Source: an optimization exercise on an open RTL-to-GDS flow (aim: small area and a short achievable clock period). Production flows keep margins and buffers that such runs may drop.
Function was checked by simulation only, so behaviour that the tests miss may differ from the original.

$ cat flow/run.sh
#!/bin/bash
# synth_recipe.tcl (not shown) runs the flow's synth.tcl, then flattens the netlist and writes it again
# the make line also repeats each setting of config.mk as NAME=value (left out here)
make -C /OpenROAD-flow-scripts/flow DESIGN_CONFIG=/design/flow/config.mk WORK_HOME=/design/flow/orfs CLKGATE_MAP_FILE= SYNTH_SCRIPT=/design/flow/synth_recipe.tcl finish
$ cat flow/config.mk
export PLATFORM = sky130hd
export DESIGN_NAME = frame_phase
export DESIGN_NICKNAME = frame_phase
export VERILOG_FILES = /design/flow/design.v
export SDC_FILE = /design/flow/constraint.sdc
export NUM_CORES = 4
export LEC_CHECK = 0
export CAP_MARGIN = 20
export CORE_MARGIN = 2
export CORE_UTILIZATION = 40
export SLEW_MARGIN = 20
$ cat flow/constraint.sdc
create_clock -name core_clock -period 18.0 [get_ports {clk}]
set_input_delay 3.6000 -clock core_clock [delete_from_list [all_inputs] [get_ports {clk}]]
set_output_delay 3.6000 -clock core_clock [all_outputs]
set_load 0.01 [all_outputs]
$ cat flow/design.v
module frame_phase (
    input  wire        clk,
    input  wire        rst_n,         
    input  wire        cmd_valid,
    input  wire [2:0]  cmd_op,
    input  wire [2:0]  cmd_frame,
    input  wire [63:0] cmd_tick,      
    input  wire [63:0] cmd_data,
    output reg         r_valid,
    output reg  [47:0] r_acc,
    output reg  [47:0] r_phase
);
    localparam NF = 8;
    localparam OP_QUERY     = 3'd0;
    localparam OP_SET_FREQ  = 3'd1;    
    localparam OP_SHIFT     = 3'd2;    
    localparam OP_SET_PHASE = 3'd3;    
    localparam OP_PAULI     = 3'd4;    
    localparam OP_WR_PHASE  = 3'd5;    
    localparam OP_WR_ANCHOR = 3'd6;    
    localparam OP_WR_CTRL   = 3'd7;    
    reg [47:0] freq   [0:NF-1];
    reg [31:0] po     [0:NF-1];
    reg [47:0] anchor [0:NF-1];    
    reg        p_apply[0:NF-1];
    reg        p_x    [0:NF-1];
    reg        p_z    [0:NF-1];
    wire [47:0] f_freq   = freq[cmd_frame];
    wire [31:0] f_po     = po[cmd_frame];
    wire [47:0] f_anchor = anchor[cmd_frame];
    wire        f_apply  = p_apply[cmd_frame];
    wire        f_x      = p_x[cmd_frame];
    wire        f_z      = p_z[cmd_frame];
    wire [47:0] dt    = cmd_tick[47:0] - f_anchor;
    wire [47:0] c     = f_freq * dt;
    wire [47:0] o     = {f_po, 16'd0};
    wire [47:0] acc   = c + o;
    wire [47:0] p_rot = (f_apply && f_x) ? (c - o) : acc;
    wire [47:0] p_rf  = p_rot + {(f_apply && f_z), 47'd0};
    wire [1:0] x_op = cmd_data[1:0];
    wire [1:0] z_op = cmd_data[3:2];
    wire new_x = (x_op == 2'd0) ? f_x : (x_op == 2'd1) ? 1'b0 : (x_op == 2'd2) ? 1'b1 : ~f_x;
    wire new_z = (z_op == 2'd0) ? f_z : (z_op == 2'd1) ? 1'b0 : (z_op == 2'd2) ? 1'b1 : ~f_z;
    wire do_cmd = rst_n && cmd_valid;
    integer i;
    always @(posedge clk) begin
        if (!rst_n) begin
            for (i = 0; i < NF; i = i + 1) begin
                freq[i]    <= 48'd0;
                po[i]      <= 32'd0;
                anchor[i]  <= 48'd0;
                p_apply[i] <= 1'b0;
                p_x[i]     <= 1'b0;
                p_z[i]     <= 1'b0;
            end
        end else if (cmd_valid) begin
            case (cmd_op)
                OP_SET_FREQ: begin
                    freq[cmd_frame] <= cmd_data[47:0];
                    if (cmd_data[48]) begin
                        po[cmd_frame]     <= 32'd0;
                        anchor[cmd_frame] <= cmd_tick[47:0];
                    end
                end
                OP_SHIFT:     po[cmd_frame] <= f_po + cmd_data[31:0];
                OP_SET_PHASE: po[cmd_frame] <= cmd_data[31:0] - c[47:16];
                OP_PAULI: begin
                    p_x[cmd_frame] <= new_x;
                    p_z[cmd_frame] <= new_z;
                end
                OP_WR_PHASE:  po[cmd_frame]     <= cmd_data[31:0];
                OP_WR_ANCHOR: anchor[cmd_frame] <= cmd_data[47:0];
                OP_WR_CTRL: begin
                    p_apply[cmd_frame] <= cmd_data[8];
                    p_z[cmd_frame]     <= cmd_data[1];
                    p_x[cmd_frame]     <= cmd_data[0];
                end
                default: ;
            endcase
        end
    end
    always @(posedge clk) begin
        if (!rst_n) begin
            r_valid <= 1'b0;
            r_acc   <= 48'd0;
            r_phase <= 48'd0;
        end else begin
            r_valid <= do_cmd && (cmd_op == OP_QUERY);
            if (do_cmd && cmd_op == OP_QUERY) begin
                r_acc   <= acc;
                r_phase <= p_rf;
            end
        end
    end
endmodule
==> notes.md <==
[cell usage after synthesis, drive strengths merged, types with 22 or more instances]
| library cell | instances |
|---|---|
| nor2 | 1304 |
| clkbuf | 434 |
| nand3 | 54 |
| and3 | 26 |
| ha | 379 |
| inv | 1229 |
| edfxtp | 1024 |
| buf | 74 |
| o22ai | 100 |
| nor4 | 26 |
| nand2b | 61 |
| o221ai | 25 |
| o21ai | 128 |
| fa | 998 |
| nand4 | 28 |
| dfxtp | 104 |
| and4 | 80 |
| o21bai | 48 |
| and2 | 447 |
| nor3 | 60 |
| a21o | 84 |
| a221oi | 22 |
| mux2i | 98 |
| o21a | 25 |
| xnor2 | 218 |
| a211oi | 65 |
| a21oi | 220 |
| xor2 | 71 |
| nand2 | 833 |
| a22oi | 358 |
| nor2b | 30 |
[registers in the layout, indices dropped and copies added, names as in the netlist]
signal	cells
anchor	384
freq	384
po	256
r_acc	48
r_phase	31
p_apply	8
p_x	8
p_z	8
r_valid	1
[worst max path at each step]
stage / endpoint
final: po[2][31]
after global routing: po[1][31]
after CTS: po[5][31]
after detailed placement: po[5][31]
after global placement: po[1][31]
after floorplan: po[0][30]
[cell families after synthesis]
| group | after synthesis |
|---|---|
| compound gates | 1218 |
| xor+xnor | 300 |
| fa+ha+maj | 1377 |
| buf+inv | 1740 |
| flops | 1128 |
| mux | 119 |
| simple gates | 3015 |
[placed cells by master (no fill, tap or decap), types with 28 or more instances in the layout]
master	n
dfxtp_1	104
nor2b_1	30
ha_1	378
nand2b_1	61
xor2_1	61
edfxtp_1	1024
o21ai_0	105
clkinv_1	33
inv_1	1226
nor3_1	59
mux2i_1	98
xnor2_1	201
o21bai_1	48
buf_4	669
nand2_1	816
and2_1	447
a21o_1	84
a22oi_1	358
fa_1	997
and4_1	76
nand3_1	50
o22ai_1	100
nand4_1	28
clkdlybuf4s50_1	197
buf_12	33
a21oi_1	217
a211oi_1	65
clkbuf_16	113
nor2_1	1284
[cell type report]
class / count / area share [%]
antenna: 4 / 0.00961
sequential: 1128 / 31.5
inverter: 1232 / 4.44
multi-input combinational: 6029 / 49.5
clock buffer: 135 / 2.79
timing repair buffer: 903 / 7.37
tap: 2992 / 3.59
clock inverter: 69 / 0.766
[layer usage]
metal	share of wire (%)	wire length, um
met1	41	137000
met3	9.7	32400
met2	45	151000
met4	3.9	12900
met5	0.011	37
[repair_timing]
| item | 4_1_cts | 5_1_grt |
|---|---|---|
| setup buffers | 0 | 0 |
| endpoints found under the setup margin | 0 | 4 |
| resized for setup | 0 | 1 |
[worst max-delay path: cells and delay by family]
| kind | cells | cell delay (ns) |
|---|---|---|
| muxes | 2 | 0.57 |
| xor gates and xnor gates | 14 | 4.06 |
| adders and majority gates | 10 | 4.69 |
| and+or+nand+nor | 10 | 2.18 |
| AOI/OAI and AO/OA | 8 | 1.41 |
| buffers and inverters | 8 | 1.40 |
==> results.ini <==
[status]
status = timing/DRC/antenna clean

[setup_path]
r2r_cells = 50
reg2reg_slack_ns = 4.14
cp.required_ns = 18.49
crit_path_max_fanout = 13
crit_path_end_kind = flop
worst_setup_path_start_kind = input pin
r2r-end = po[2][31]
startpoint = cmd_frame[0]
slowest_delay_ns = 0.55
worst-setup-path-type = in -> reg
r2r_start = anchor[2][0]
cp_common_cell = fa_1
slowest_stage = xnor2_1
cp_data_arrival_time_ns = 17.94

[layout]
regArea_sq_um = 32800
finalNetCount = 10921
multi_input_area_sq_um = 51500
fin_area_sq_um = 104000
area_delta_synth_final_pct = 15.2
post-route-util_pct = 46.4
layout-drive-gt1-share_pct = 10.7
n_fill_cell = 20954
instances_no_fill = 12492

[logic_synthesis]
async_flop_share_pct = 0
yosysUniqueCellTypes = 98
synthMuxAreaShare_pct = 1.43
synth_top_flop_cell = edfxtp_1
synth.avg_cell_area_sq_um = 10.2
yosysWarnings = 1
synth_fp_nets = 10411
synth_top_family_by_area = adder cells
yosysTopAreaCellShare_pct = 34.0
synth_cells = 8897
synth_edf_count = 1024
yosys.area.top_type = edfxtp_1
synth_seq_cells = 1128
synth-compound-area-share_pct = 9.33
yosys-top-cells-area = edfxtp_1, fa_1, nor2_1
synth_fa_ha_area_share_pct = 27.3
yosys.area_share.simple_pct = 15.1
synth-xor-area-share_pct = 3.17
syn_area_sq_um = 90400
yosysSeqAreaShare_pct = 36.3

[cts]
clockBufferDepth = 3
cts_htree_levels = 3
cts_sinks = 1128
ctsHoldBuffers = 0
cts.clk_slew.worst_paths_ns = 0.06
clockRootBuffer = clkbuf_16
numCtsBuffers = 113
clk_latency_ns = 0.81
tritoncts = yes

[global_route]
use_met2_pct = 45.3
antenna_found_initial = 12
grt_pass1_wl_mm = 483
grt_pass1_vias = 70801
grt-busiest-layer = met2
grt_max_degree = 94
grt_overflow = 0
grt_use_total_pct = 28.7
grtUsageMet3_pct = 4.64
grt.met1_usage_pct = 40.0

[sta]
whs_ns = 0.454
fmax_mhz = 57.3
tns_ns = 0
finalSetupViolations = 0
relSlewSlack_pct = 19.2
finalCriticalPeriod_ns = 17.45
maxSlewViolCount = 0
tightest_slew_ns = 1.20
fin_ws_ns = 0.549
period_share_pct = 96.9
skew_ns = 0.0946
grt_setup_unrepaired = no
hold_violations = 0

[place]
place_area_sq_um = 100000
numPortBuffers = 202
dp.cells = 12284
dp_slack_ns = -0.0350
place_congestion = 0.961
hpwl_mm = 246

[drt]
vias = 70429
drt_iter0_drc = 8089
postRouteAntennaNets = 0
drc = 0
avgRoutedWirePerCell_um = 26.7
first_pass_iters = 6
viasPerCell = 5.64
drt-total-wl_mm = 334

[floorplan]
die-area_sq_um = 230000
core_area_sq_um = 225000
die_w_um = 479
num_rows = 174
start_util_pct = 40.2
die_y_um = 479
ios = 234

[worst_hold_path]
hold_start = r_phase[33]
hold_depth = 2
hold_path_class = reg -> reg
worstHoldEndpoint = r_phase[33]

[job]
cap_violations = 0

## re-timing with driven ports
The results above use ideal ports. As a check the final layout listed here was re-extracted and re-timed, cells and wires unchanged. Step 1 (the two cells are an assumption about what drives the block):
set clk [get_ports {clk}]
set_driving_cell -lib_cell sky130_fd_sc_hd__clkbuf_16 $clk
set_driving_cell -lib_cell sky130_fd_sc_hd__buf_2 [delete_from_list [all_inputs] $clk]
Step 2 moves the port delays by t, midway between the first and last clock arrival at a register: inputs arrive t later, outputs are due t later. That takes back most of the time a late clock gives input paths. Three values: ideal, step 1, step 2; two values: the first two.
shift t [ns]: 0.840
setup WS [ns]: 0.549 / 0.603 / -0.237
worst setup path after step 2: input to register
slew at the worst register clock pin (ns): 0.08 / 0.08
With both steps, setup timing fails in this run, where it was met with ideal ports. The setup slack of this run moves by +0.054 ns with the drivers and by -0.786 ns with both steps.
